Source: an optimization exercise on an open RTL-to-GDS flow (aim: small area, a short achievable clock period and few clock cycles per item). Production flows keep margins and buffers that such runs may drop.
Where RTL was checked, it was by simulation tests only, not by an equivalence proof against the original.
Power is estimated from default activity; no workload was simulated.

==> v36: inputs <==
==> flow/design.v <==
module friction_interp (
    input  wire        clk,
    input  wire        rst,
    input  wire        start,
    input  wire [31:0] p,
    input  wire [31:0] pos_min,
    input  wire [31:0] span,
    input  wire        rotary,
    output wire        busy,
    output reg         done,
    output wire [31:0] term,
    output wire        mem_req,
    output wire [7:0]  mem_addr,
    input  wire [31:0] mem_rdata
);
    reg         idle, sub, lin, run;
    reg  [5:0]  cnt;           
    reg         divq;          
    reg         modq;          
    reg         alnq;          
    reg         firstq;        
    reg         hornq;         
    reg         idxq;          
    reg         qshq;          
    reg         selq;          
    reg  [31:0] s_reg;         
    reg         rot;
    reg         sgn;           
    reg         big;           
    reg         ovf;           
    reg  [31:0] rem;           
    reg  [31:0] a;             
    reg  [31:0] m;             
    reg  [47:0] acc;
    reg  [7:0]  addr;
    reg         qd;            
    assign busy     = !idle;
    assign mem_req  = run;
    assign mem_addr = addr;
    assign term     = acc[47:16];
    wire        addm  = rem[31];                   
    wire [31:0] x1    = {rem[30:0], a[31]};
    wire [31:0] x2    = s_reg ^ {32{!addm}};
    wire        lo_z  = (x1[7:0] == 8'd0);
    wire        cin   = lin ? lo_z : !addm;
    wire [33:0] y_c   = {1'b0, x1, 1'b1} + {1'b0, x2, cin};
    wire [32:0] y     = y_c[33:1];
    wire        r_neg = x1[31] ^ x2[31] ^ y[32];    
    wire        ge    = !y[31];
    wire        qbit  = ge;
    wire [7:0]  neg_lo = ~x1[7:0] + 8'd1;
    reg  [31:0] s_top;         
    integer k;
    always @(*) begin
        s_top[31] = s_reg[31];
        for (k = 30; k >= 0; k = k - 1) s_top[k] = s_top[k+1] | s_reg[k];
    end
    wire [30:0] r_diff = rem[30:0] ^ {31{sgn}};      
    wire        wide   = |(r_diff & ~s_top[31:1]);
    wire        shr    = alnq & wide;
    wire [32:0] lo    = {1'b0, acc[30:0], a[23]} + {1'b0, m};
    wire [15:0] u2    = acc[46:31];
    wire [15:0] u2p   = u2 + 16'd1;
    wire [15:0] u2m   = u2 - 16'd1;
    wire [15:0] hi    = (lo[32] & !m[31]) ? u2p : (!lo[32] & m[31]) ? u2m : u2;
    wire [7:0]  idx   = a[7:0] | {8{ovf}};     
    wire [7:0]  inc   = idx + 8'd1;
    wire [7:0]  nxt   = (!rot && idx == 8'd255) ? 8'd255 : inc;
    wire [5:0]  cnt_d = cnt - 6'd1;
    wire [5:0]  cnt_n = shr ? cnt + 6'd1 : cnt_d;
    always @(posedge clk) begin
        if (rst) begin
            idle <= 1'b1;
            sub  <= 1'b0;
            lin  <= 1'b0;
            run  <= 1'b0;
            done <= 1'b0;
            divq <= 1'b0;
        end else begin
            done <= 1'b0;
            if (idle) begin
                if (start) begin
                    idle <= 1'b0;
                    sub  <= 1'b1;
                end
            end
            if (sub) begin
                sub  <= 1'b0;
                lin  <= !rot;
                run  <= rot;
                divq <= rot;
            end
            if (lin) begin
                lin  <= 1'b0;
                run  <= 1'b1;
                divq <= 1'b1;
            end
            if (run) begin
                divq <= (cnt_d >= 6'd5);
                if (cnt == 6'd1) begin
                    run  <= 1'b0;
                    idle <= 1'b1;
                    done <= 1'b1;
                end
            end
        end
    end
    always @(posedge clk) begin
        if (sub) cnt <= 6'd29;
        else if (run) cnt <= cnt_n;
        alnq   <= sub ? rot : (alnq & wide);
        modq   <= sub ? rot : (run & rot & ((cnt_d >= 6'd29) | shr));
        idxq   <= run & (cnt_d == 6'd20);    
        qshq   <= sub | lin | (run & (cnt_d >= 6'd21));
        selq   <= run & (cnt_d <= 6'd19) & (cnt_d >= 6'd4);
        firstq <= run & (cnt_d == 6'd17);
        hornq  <= run & (cnt_d <= 6'd16) & (cnt_d >= 6'd1);
    end
    always @(posedge clk) begin
        if (idle) begin
            s_reg <= pos_min;
            m     <= span;
            rot   <= rotary;
            rem   <= {1'b0, p[31:1]};
            a[31] <= p[0];
        end
        if (sub) begin
            sgn   <= r_neg;
            big   <= y[31] & !r_neg;
            ovf   <= 1'b0;
            rem   <= {r_neg, y[31:1]};
            a     <= {y[0], 31'd0};
            s_reg <= rot ? {1'b0, m[30:0]} : {8'd0, y[31:8]};
        end
        if (lin) begin
            rem   <= sgn ? 32'd0 : {1'b0, y[31:1]};
            a     <= sgn ? 32'd0 : {y[0], neg_lo, 23'd0};
            s_reg <= {1'b0, m[30:0]};
            ovf   <= big;
        end
        if (shr) begin
            rem   <= {rem[31], rem[31:1]};
            a     <= {rem[0], a[31:1]};
        end else if (divq) begin
            rem   <= y[31:0];
            if (qshq) a <= {a[30:0], modq ? 1'b0 : qbit};
            if (!rot && cnt == 6'd29) ovf <= ovf | ge;
        end
        if (run) m <= mem_rdata;
        qd <= qbit;
        if (idxq)
            addr <= idx;
        else if (selq)
            addr <= qd ? nxt : idx;
        if (firstq) begin
            acc     <= {{16{m[31]}}, m[31:16]};
            a[23:8] <= m[15:0];
        end else if (hornq) begin
            acc     <= {hi, lo[31:0]};
            a[23:8] <= {a[22:8], 1'b0};
        end
    end
endmodule
==> flow/run.sh <==
#!/bin/bash
# synth_recipe.tcl (not shown) runs the flow's synth.tcl, then flattens the netlist and writes it again
# the make line also repeats each setting of config.mk as NAME=value (left out here)
make -C /OpenROAD-flow-scripts/flow DESIGN_CONFIG=/design/flow/config.mk WORK_HOME=/design/flow/orfs CLKGATE_MAP_FILE= SYNTH_SCRIPT=/design/flow/synth_recipe.tcl finish
==> flow/config.mk <==
export PLATFORM = sky130hd
export DESIGN_NAME = friction_interp
export DESIGN_NICKNAME = friction_interp
export VERILOG_FILES = /design/flow/design.v
export SDC_FILE = /design/flow/constraint.sdc
export NUM_CORES = 4
export LEC_CHECK = 0
export CAP_MARGIN = 20
export CORE_MARGIN = 2
export CORE_UTILIZATION = 40
export SLEW_MARGIN = 20
==> flow/constraint.sdc <==
create_clock -name core_clock -period 12.0 [get_ports {clk}]
set_input_delay 2.4000 -clock core_clock [delete_from_list [all_inputs] [get_ports {clk}]]
set_output_delay 2.4000 -clock core_clock [all_outputs]
set_load 0.01 [all_outputs]
==> v1: changes against v36 <==
--- a/flow/design.v
+++ b/flow/design.v
@@ -20,7 +20,6 @@
     reg         alnq;          
     reg         firstq;        
     reg         hornq;         
-    reg         idxq;          
     reg         qshq;          
     reg         selq;          
     reg  [31:0] s_reg;         
@@ -32,11 +31,12 @@
     reg  [31:0] a;             
     reg  [31:0] m;             
     reg  [47:0] acc;
-    reg  [7:0]  addr;
+    reg  [7:0]  nxtq;          
     reg         qd;            
-    assign busy     = !idle;
+    reg         busy_r;
+    assign busy     = busy_r;
     assign mem_req  = run;
-    assign mem_addr = addr;
+    assign mem_addr = (qd & selq) ? nxtq : a[7:0];
     assign term     = acc[47:16];
     wire        addm  = rem[31];                   
     wire [31:0] x1    = {rem[30:0], a[31]};
@@ -63,7 +63,7 @@
     wire [15:0] u2p   = u2 + 16'd1;
     wire [15:0] u2m   = u2 - 16'd1;
     wire [15:0] hi    = (lo[32] & !m[31]) ? u2p : (!lo[32] & m[31]) ? u2m : u2;
-    wire [7:0]  idx   = a[7:0] | {8{ovf}};     
+    wire [7:0]  idx   = a[7:0];
     wire [7:0]  inc   = idx + 8'd1;
     wire [7:0]  nxt   = (!rot && idx == 8'd255) ? 8'd255 : inc;
     wire [5:0]  cnt_d = cnt - 6'd1;
@@ -76,12 +76,14 @@
             run  <= 1'b0;
             done <= 1'b0;
             divq <= 1'b0;
+            busy_r <= 1'b0;
         end else begin
             done <= 1'b0;
             if (idle) begin
                 if (start) begin
                     idle <= 1'b0;
                     sub  <= 1'b1;
+                    busy_r <= 1'b1;
                 end
             end
             if (sub) begin
@@ -96,23 +98,23 @@
                 divq <= 1'b1;
             end
             if (run) begin
-                divq <= (cnt_d >= 6'd5);
+                divq <= (cnt_d >= 6'd4);
                 if (cnt == 6'd1) begin
                     run  <= 1'b0;
                     idle <= 1'b1;
                     done <= 1'b1;
+                    busy_r <= 1'b0;
                 end
             end
         end
     end
     always @(posedge clk) begin
-        if (sub) cnt <= 6'd29;
+        if (sub) cnt <= 6'd28;
         else if (run) cnt <= cnt_n;
         alnq   <= sub ? rot : (alnq & wide);
-        modq   <= sub ? rot : (run & rot & ((cnt_d >= 6'd29) | shr));
-        idxq   <= run & (cnt_d == 6'd20);    
-        qshq   <= sub | lin | (run & (cnt_d >= 6'd21));
-        selq   <= run & (cnt_d <= 6'd19) & (cnt_d >= 6'd4);
+        modq   <= sub ? rot : (run & rot & ((cnt_d >= 6'd28) | shr));
+        qshq   <= sub | lin | (run & (cnt_d >= 6'd20));
+        selq   <= run & (cnt_d <= 6'd18) & (cnt_d >= 6'd3);
         firstq <= run & (cnt_d == 6'd17);
         hornq  <= run & (cnt_d <= 6'd16) & (cnt_d >= 6'd1);
     end
@@ -143,15 +145,12 @@
             a     <= {rem[0], a[31:1]};
         end else if (divq) begin
             rem   <= y[31:0];
-            if (qshq) a <= {a[30:0], modq ? 1'b0 : qbit};
-            if (!rot && cnt == 6'd29) ovf <= ovf | ge;
+            if (qshq) a <= {a[30:0], modq ? 1'b0 : (qbit | ovf)};
+            if (!rot && cnt == 6'd28) ovf <= ovf | ge;
         end
         if (run) m <= mem_rdata;
-        qd <= qbit;
-        if (idxq)
-            addr <= idx;
-        else if (selq)
-            addr <= qd ? nxt : idx;
+        qd   <= qbit;
+        nxtq <= nxt;
         if (firstq) begin
             acc     <= {{16{m[31]}}, m[31:16]};
             a[23:8] <= m[15:0];
==> v31: changes against v36 <==
--- a/flow/design.v
+++ b/flow/design.v
@@ -20,21 +20,20 @@
     reg         alnq;          
     reg         firstq;        
     reg         hornq;         
+    reg         qshq;          
     reg         idxq;          
-    reg         qshq;          
     reg         selq;          
     reg  [31:0] s_reg;         
     reg         rot;
     reg         sgn;           
-    reg         big;           
     reg         ovf;           
     reg  [31:0] rem;           
     reg  [31:0] a;             
     reg  [31:0] m;             
     reg  [47:0] acc;
     reg  [7:0]  addr;
-    reg         qd;            
-    assign busy     = !idle;
+    reg         busy_r;
+    assign busy     = busy_r;
     assign mem_req  = run;
     assign mem_addr = addr;
     assign term     = acc[47:16];
@@ -63,7 +62,7 @@
     wire [15:0] u2p   = u2 + 16'd1;
     wire [15:0] u2m   = u2 - 16'd1;
     wire [15:0] hi    = (lo[32] & !m[31]) ? u2p : (!lo[32] & m[31]) ? u2m : u2;
-    wire [7:0]  idx   = a[7:0] | {8{ovf}};     
+    wire [7:0]  idx   = a[7:0];
     wire [7:0]  inc   = idx + 8'd1;
     wire [7:0]  nxt   = (!rot && idx == 8'd255) ? 8'd255 : inc;
     wire [5:0]  cnt_d = cnt - 6'd1;
@@ -76,12 +75,14 @@
             run  <= 1'b0;
             done <= 1'b0;
             divq <= 1'b0;
+            busy_r <= 1'b0;
         end else begin
             done <= 1'b0;
             if (idle) begin
                 if (start) begin
                     idle <= 1'b0;
                     sub  <= 1'b1;
+                    busy_r <= 1'b1;
                 end
             end
             if (sub) begin
@@ -96,22 +97,23 @@
                 divq <= 1'b1;
             end
             if (run) begin
-                divq <= (cnt_d >= 6'd5);
+                divq <= (cnt_d >= 6'd4);
                 if (cnt == 6'd1) begin
                     run  <= 1'b0;
                     idle <= 1'b1;
                     done <= 1'b1;
+                    busy_r <= 1'b0;
                 end
             end
         end
     end
     always @(posedge clk) begin
-        if (sub) cnt <= 6'd29;
+        if (sub) cnt <= 6'd28;
         else if (run) cnt <= cnt_n;
-        alnq   <= sub ? rot : (alnq & wide);
-        modq   <= sub ? rot : (run & rot & ((cnt_d >= 6'd29) | shr));
-        idxq   <= run & (cnt_d == 6'd20);    
-        qshq   <= sub | lin | (run & (cnt_d >= 6'd21));
+        alnq   <= sub ? rot : (run & alnq & wide);
+        modq   <= sub ? rot : (run & rot & ((cnt_d >= 6'd28) | shr));
+        qshq   <= sub | lin | (run & (cnt_d >= 6'd20));
+        idxq   <= run & (cnt_d == 6'd20);
         selq   <= run & (cnt_d <= 6'd19) & (cnt_d >= 6'd4);
         firstq <= run & (cnt_d == 6'd17);
         hornq  <= run & (cnt_d <= 6'd16) & (cnt_d >= 6'd1);
@@ -121,43 +123,39 @@
             s_reg <= pos_min;
             m     <= span;
             rot   <= rotary;
-            rem   <= {1'b0, p[31:1]};
             a[31] <= p[0];
         end
         if (sub) begin
             sgn   <= r_neg;
-            big   <= y[31] & !r_neg;
-            ovf   <= 1'b0;
-            rem   <= {r_neg, y[31:1]};
-            a     <= {y[0], 31'd0};
-            s_reg <= rot ? {1'b0, m[30:0]} : {8'd0, y[31:8]};
+            ovf   <= !rot & !r_neg & y[31];      
         end
-        if (lin) begin
-            rem   <= sgn ? 32'd0 : {1'b0, y[31:1]};
-            a     <= sgn ? 32'd0 : {y[0], neg_lo, 23'd0};
-            s_reg <= {1'b0, m[30:0]};
-            ovf   <= big;
+        if (sub | lin) begin
+            a     <= {y[0], (lin ? neg_lo : 8'd0), 23'd0} & {32{!(lin & sgn)}};
+            s_reg <= (sub & !rot) ? {8'd0, y[31:8]} : {1'b0, m[30:0]};
         end
+        if (idle)
+            rem <= {1'b0, p[31:1]};
+        else if (shr)
+            rem <= {rem[31], rem[31:1]};
+        else if (sub | lin)
+            rem <= {sub & r_neg, y[31:1]} & {32{!(lin & sgn)}};
+        else
+            rem <= y[31:0];
         if (shr) begin
-            rem   <= {rem[31], rem[31:1]};
             a     <= {rem[0], a[31:1]};
         end else if (divq) begin
-            rem   <= y[31:0];
-            if (qshq) a <= {a[30:0], modq ? 1'b0 : qbit};
-            if (!rot && cnt == 6'd29) ovf <= ovf | ge;
+            if (qshq) a <= {a[30:0], modq ? 1'b0 : (qbit | ovf)};
+            if (!rot && cnt == 6'd28) ovf <= ovf | ge;
         end
         if (run) m <= mem_rdata;
-        qd <= qbit;
         if (idxq)
-            addr <= idx;
+            addr <= {a[6:0], qbit | ovf};
         else if (selq)
-            addr <= qd ? nxt : idx;
-        if (firstq) begin
-            acc     <= {{16{m[31]}}, m[31:16]};
+            addr <= qbit ? nxt : idx;
+        acc <= firstq ? {{16{m[31]}}, m[31:16]} : {hi, lo[31:0]};
+        if (firstq)
             a[23:8] <= m[15:0];
-        end else if (hornq) begin
-            acc     <= {hi, lo[31:0]};
+        else if (hornq)
             a[23:8] <= {a[22:8], 1'b0};
-        end
     end
 endmodule
==> flow/flow/run.sh (new file) <==
#!/bin/bash
set -euo pipefail
bash standard.sh SETUP_SLACK_MARGIN=8.6 finish > make_finish.log 2>&1
==> flow/standard.sh (new file) <==
#!/bin/bash
# synth_recipe.tcl (not shown) runs the flow's synth.tcl, then flattens the netlist and writes it again
# the make line also repeats each setting of config.mk as NAME=value (left out here)
make -C /OpenROAD-flow-scripts/flow DESIGN_CONFIG=/design/flow/config.mk WORK_HOME=/design/flow/orfs CLKGATE_MAP_FILE= SYNTH_SCRIPT=/design/flow/synth_recipe.tcl "${@:-finish}"
Settings changed: CTS_CLUSTER_DIAMETER from default to 100, CTS_CLUSTER_SIZE from default to 24.
removed: flow/run.sh
==> v33: changes against v36 <==
--- a/flow/design.v
+++ b/flow/design.v
@@ -20,22 +20,20 @@
     reg         alnq;          
     reg         firstq;        
     reg         hornq;         
+    reg         qshq;          
     reg         idxq;          
-    reg         qshq;          
-    reg         selq;          
     reg  [31:0] s_reg;         
     reg         rot;
     reg         sgn;           
-    reg         big;           
     reg         ovf;           
     reg  [31:0] rem;           
     reg  [31:0] a;             
     reg  [31:0] m;             
     reg  [47:0] acc;
     reg  [7:0]  addr;
-    reg         qd;            
-    assign busy     = !idle;
-    assign mem_req  = run;
+    reg         busy_r;
+    assign busy     = busy_r;
+    assign mem_req  = busy_r;
     assign mem_addr = addr;
     assign term     = acc[47:16];
     wire        addm  = rem[31];                   
@@ -63,7 +61,7 @@
     wire [15:0] u2p   = u2 + 16'd1;
     wire [15:0] u2m   = u2 - 16'd1;
     wire [15:0] hi    = (lo[32] & !m[31]) ? u2p : (!lo[32] & m[31]) ? u2m : u2;
-    wire [7:0]  idx   = a[7:0] | {8{ovf}};     
+    wire [7:0]  idx   = a[7:0];
     wire [7:0]  inc   = idx + 8'd1;
     wire [7:0]  nxt   = (!rot && idx == 8'd255) ? 8'd255 : inc;
     wire [5:0]  cnt_d = cnt - 6'd1;
@@ -76,12 +74,14 @@
             run  <= 1'b0;
             done <= 1'b0;
             divq <= 1'b0;
+            busy_r <= 1'b0;
         end else begin
             done <= 1'b0;
             if (idle) begin
                 if (start) begin
                     idle <= 1'b0;
                     sub  <= 1'b1;
+                    busy_r <= 1'b1;
                 end
             end
             if (sub) begin
@@ -96,23 +96,23 @@
                 divq <= 1'b1;
             end
             if (run) begin
-                divq <= (cnt_d >= 6'd5);
+                divq <= (cnt_d >= 6'd4);
                 if (cnt == 6'd1) begin
                     run  <= 1'b0;
                     idle <= 1'b1;
                     done <= 1'b1;
+                    busy_r <= 1'b0;
                 end
             end
         end
     end
     always @(posedge clk) begin
-        if (sub) cnt <= 6'd29;
+        if (sub) cnt <= 6'd28;
         else if (run) cnt <= cnt_n;
-        alnq   <= sub ? rot : (alnq & wide);
-        modq   <= sub ? rot : (run & rot & ((cnt_d >= 6'd29) | shr));
-        idxq   <= run & (cnt_d == 6'd20);    
-        qshq   <= sub | lin | (run & (cnt_d >= 6'd21));
-        selq   <= run & (cnt_d <= 6'd19) & (cnt_d >= 6'd4);
+        alnq   <= sub ? rot : (run & alnq & wide);
+        modq   <= sub ? rot : (run & rot & ((cnt_d >= 6'd28) | shr));
+        qshq   <= sub | lin | (run & (cnt_d >= 6'd20));
+        idxq   <= run & (cnt_d == 6'd20);
         firstq <= run & (cnt_d == 6'd17);
         hornq  <= run & (cnt_d <= 6'd16) & (cnt_d >= 6'd1);
     end
@@ -121,43 +121,39 @@
             s_reg <= pos_min;
             m     <= span;
             rot   <= rotary;
-            rem   <= {1'b0, p[31:1]};
             a[31] <= p[0];
         end
         if (sub) begin
             sgn   <= r_neg;
-            big   <= y[31] & !r_neg;
-            ovf   <= 1'b0;
-            rem   <= {r_neg, y[31:1]};
-            a     <= {y[0], 31'd0};
-            s_reg <= rot ? {1'b0, m[30:0]} : {8'd0, y[31:8]};
+            ovf   <= !rot & !r_neg & y[31];      
         end
-        if (lin) begin
-            rem   <= sgn ? 32'd0 : {1'b0, y[31:1]};
-            a     <= sgn ? 32'd0 : {y[0], neg_lo, 23'd0};
-            s_reg <= {1'b0, m[30:0]};
-            ovf   <= big;
+        if (sub | lin) begin
+            a     <= {y[0], (lin ? neg_lo : 8'd0), 23'd0} & {32{!(lin & sgn)}};
+            s_reg <= (sub & !rot) ? {8'd0, y[31:8]} : {1'b0, m[30:0]};
         end
+        if (idle)
+            rem <= {1'b0, p[31:1]};
+        else if (shr)
+            rem <= {rem[31], rem[31:1]};
+        else if (sub | lin)
+            rem <= {sub & r_neg, y[31:1]} & {32{!(lin & sgn)}};
+        else
+            rem <= y[31:0];
         if (shr) begin
-            rem   <= {rem[31], rem[31:1]};
             a     <= {rem[0], a[31:1]};
         end else if (divq) begin
-            rem   <= y[31:0];
-            if (qshq) a <= {a[30:0], modq ? 1'b0 : qbit};
-            if (!rot && cnt == 6'd29) ovf <= ovf | ge;
+            if (qshq) a <= {a[30:0], modq ? 1'b0 : (qbit | ovf)};
+            if (!rot && cnt == 6'd28) ovf <= ovf | ge;
         end
         if (run) m <= mem_rdata;
-        qd <= qbit;
         if (idxq)
-            addr <= idx;
-        else if (selq)
-            addr <= qd ? nxt : idx;
-        if (firstq) begin
-            acc     <= {{16{m[31]}}, m[31:16]};
+            addr <= {a[6:0], qbit | ovf};
+        else
+            addr <= qbit ? nxt : idx;
+        acc <= firstq ? {{16{m[31]}}, m[31:16]} : {hi, lo[31:0]};
+        if (firstq)
             a[23:8] <= m[15:0];
-        end else if (hornq) begin
-            acc     <= {hi, lo[31:0]};
+        else if (hornq)
             a[23:8] <= {a[22:8], 1'b0};
-        end
     end
 endmodule
==> flow/flow/run.sh (new file) <==
#!/bin/bash
set -euo pipefail
bash standard.sh SETUP_SLACK_MARGIN=8.6 finish > make_finish.log 2>&1
==> flow/standard.sh (new file) <==
#!/bin/bash
# synth_recipe.tcl (not shown) runs the flow's synth.tcl, then flattens the netlist and writes it again
# the make line also repeats each setting of config.mk as NAME=value (left out here)
make -C /OpenROAD-flow-scripts/flow DESIGN_CONFIG=/design/flow/config.mk WORK_HOME=/design/flow/orfs CLKGATE_MAP_FILE= SYNTH_SCRIPT=/design/flow/synth_recipe.tcl "${@:-finish}"
Settings changed: CTS_CLUSTER_DIAMETER from default to 100, CTS_CLUSTER_SIZE from default to 24.
removed: flow/run.sh
==> notes.md <==
- Clock-buffer cell count: v1 > v36 > v33 > v31.
- Register-to-register slack: v31 > v33 > v1 > v36.
- Synthesized cell count, lowest first: v1, v31, v33, v36.
- Fmax: v31 > v33 > v36 > v1.
- Worst setup slack: v1 < v36 < v33 < v31.
- Non-clock buffer count, lowest first: v1, v36, v31, v33.
- Via count, lowest first: v31, v1, v33, v36.
- Die area, lowest first: v33, v31, v1, v36.
- In v36 the critical path depth is higher than in v31, by 13.
- Against v31, the clock power of v33 is smaller by about 16%.
- Sequential power is about the same in v31 and v33.
==> figures <==
Status: v36 complete, no violations; v33 complete, no violations; v1 complete, no violations; v31 complete, no violations
DRT met1 WL: v36 22.53 mm; v33 20.58 mm; v1 20.48 mm; v31 19.90 mm
Clock latency on the worst-skew pair: v36 0.54 ns; v33 0.50 ns; v1 0.55 ns; v31 0.51 ns
Power after layout: v36 4.585 mW; v33 5.236 mW; v1 4.522 mW; v31 4.876 mW
Switching power of the nets: v36 2.106 mW; v33 2.379 mW; v1 2.054 mW; v31 2.201 mW
Slowest CP cell: v36 a211oi_1; v33 a311o_2; v1 clkdlybuf4s50_1; v31 edfxtp_1
Net switching share of the total power: v36 45.93%; v33 45.44%; v1 45.43%; v31 45.14%
Placement-stage cell area: v36 0.01755 mm^2; v33 0.01603 mm^2; v1 0.01702 mm^2; v31 0.01596 mm^2
Flops & latches, synth: v36 208; v33 206; v1 208; v31 207
Number of placed cells counting well taps: v36 2,331; v33 2,204; v1 2,219; v31 2,168
Area inside the core boundary: v36 0.03874 mm^2; v33 0.03471 mm^2; v1 0.03758 mm^2; v31 0.03471 mm^2
Simple-gate portion of the synthesized area: v36 16.33%; v33 18.21%; v1 15.16%; v31 15.85%
Post-Synth Adder-Cell Area: v36 6.070%; v33 6.828%; v1 6.345%; v31 6.806%
Met3 GRT Util: v36 4.482%; v33 3.307%; v1 3.747%; v31 3.546%
Capture point of the worst reg-to-reg path: v36 a[0]; v33 addr[2]; v1 rem[15]; v31 addr[4]
Maximum fanout count along the critical path: v36 5; v33 4; v1 8; v31 1
Combined area of the multi-input logic cells: v36 0.009255 mm^2; v33 0.009407 mm^2; v1 0.008865 mm^2; v31 0.008826 mm^2
Wire length on met3: v36 4.248 mm; v33 3.350 mm; v1 3.136 mm; v31 3.140 mm
Power share of the sequential group: v36 27.1%; v33 23.7%; v1 28.6%; v31 25.6%
Sequential cell count: v36 208; v33 206; v1 208; v31 207
Yosys cell types: v36 89; v33 86; v1 92; v31 87
Minimum clock period after layout: v36 4.247 ns; v33 3.928 ns; v1 4.428 ns; v31 3.454 ns
Number of synthesized flops with an enable pin: v36 138; v33 66; v1 130; v31 74
Testbench counts of v31, summed over its fixed seeds: cycles 124,973, lookups 4,096.
For v36, v1 and v33, only the layout was checked, not whether the RTL still works.

==> static timing again, ports no longer ideal <==
No port has a modelled driver above. Below, the same layouts with a new extraction and two added sets of constraints. Step 1: set_driving_cell puts a clkbuf_16 on clk and a buf_2 on each other input, an assumption about the parent block. Step 2 adds t to the input delays and takes it off the output delays; t is the mean of the earliest and latest rising clock arrival at the registers after step 1. Input paths then give back, and output paths get back, about the clock's delay inside the block. Slacks: no drivers / after step 1 / after step 2; pairs: no drivers / after step 1.
| run | t (ns) | slack for setup (ns) | hold slack, ns |
|---|---|---|---|
| v36 | 0.583 | 7.753 / 7.753 / 7.753 | 0.493 / 0.493 / 0.493 |
| v1 | 0.595 | 7.572 / 7.518 / 7.800 | 0.471 / 0.471 / 0.471 |
| v31 | 0.550 | 8.546 / 8.498 / 8.444 | 0.459 / 0.459 / 0.459 |
| v33 | 0.538 | 8.072 / 8.072 / 8.072 | 0.478 / 0.478 / 0.478 |
After both steps every run listed still meets setup and hold. The setup slack of v31, which loses most, moves by -0.048 ns with the drivers and by -0.102 ns with both steps.
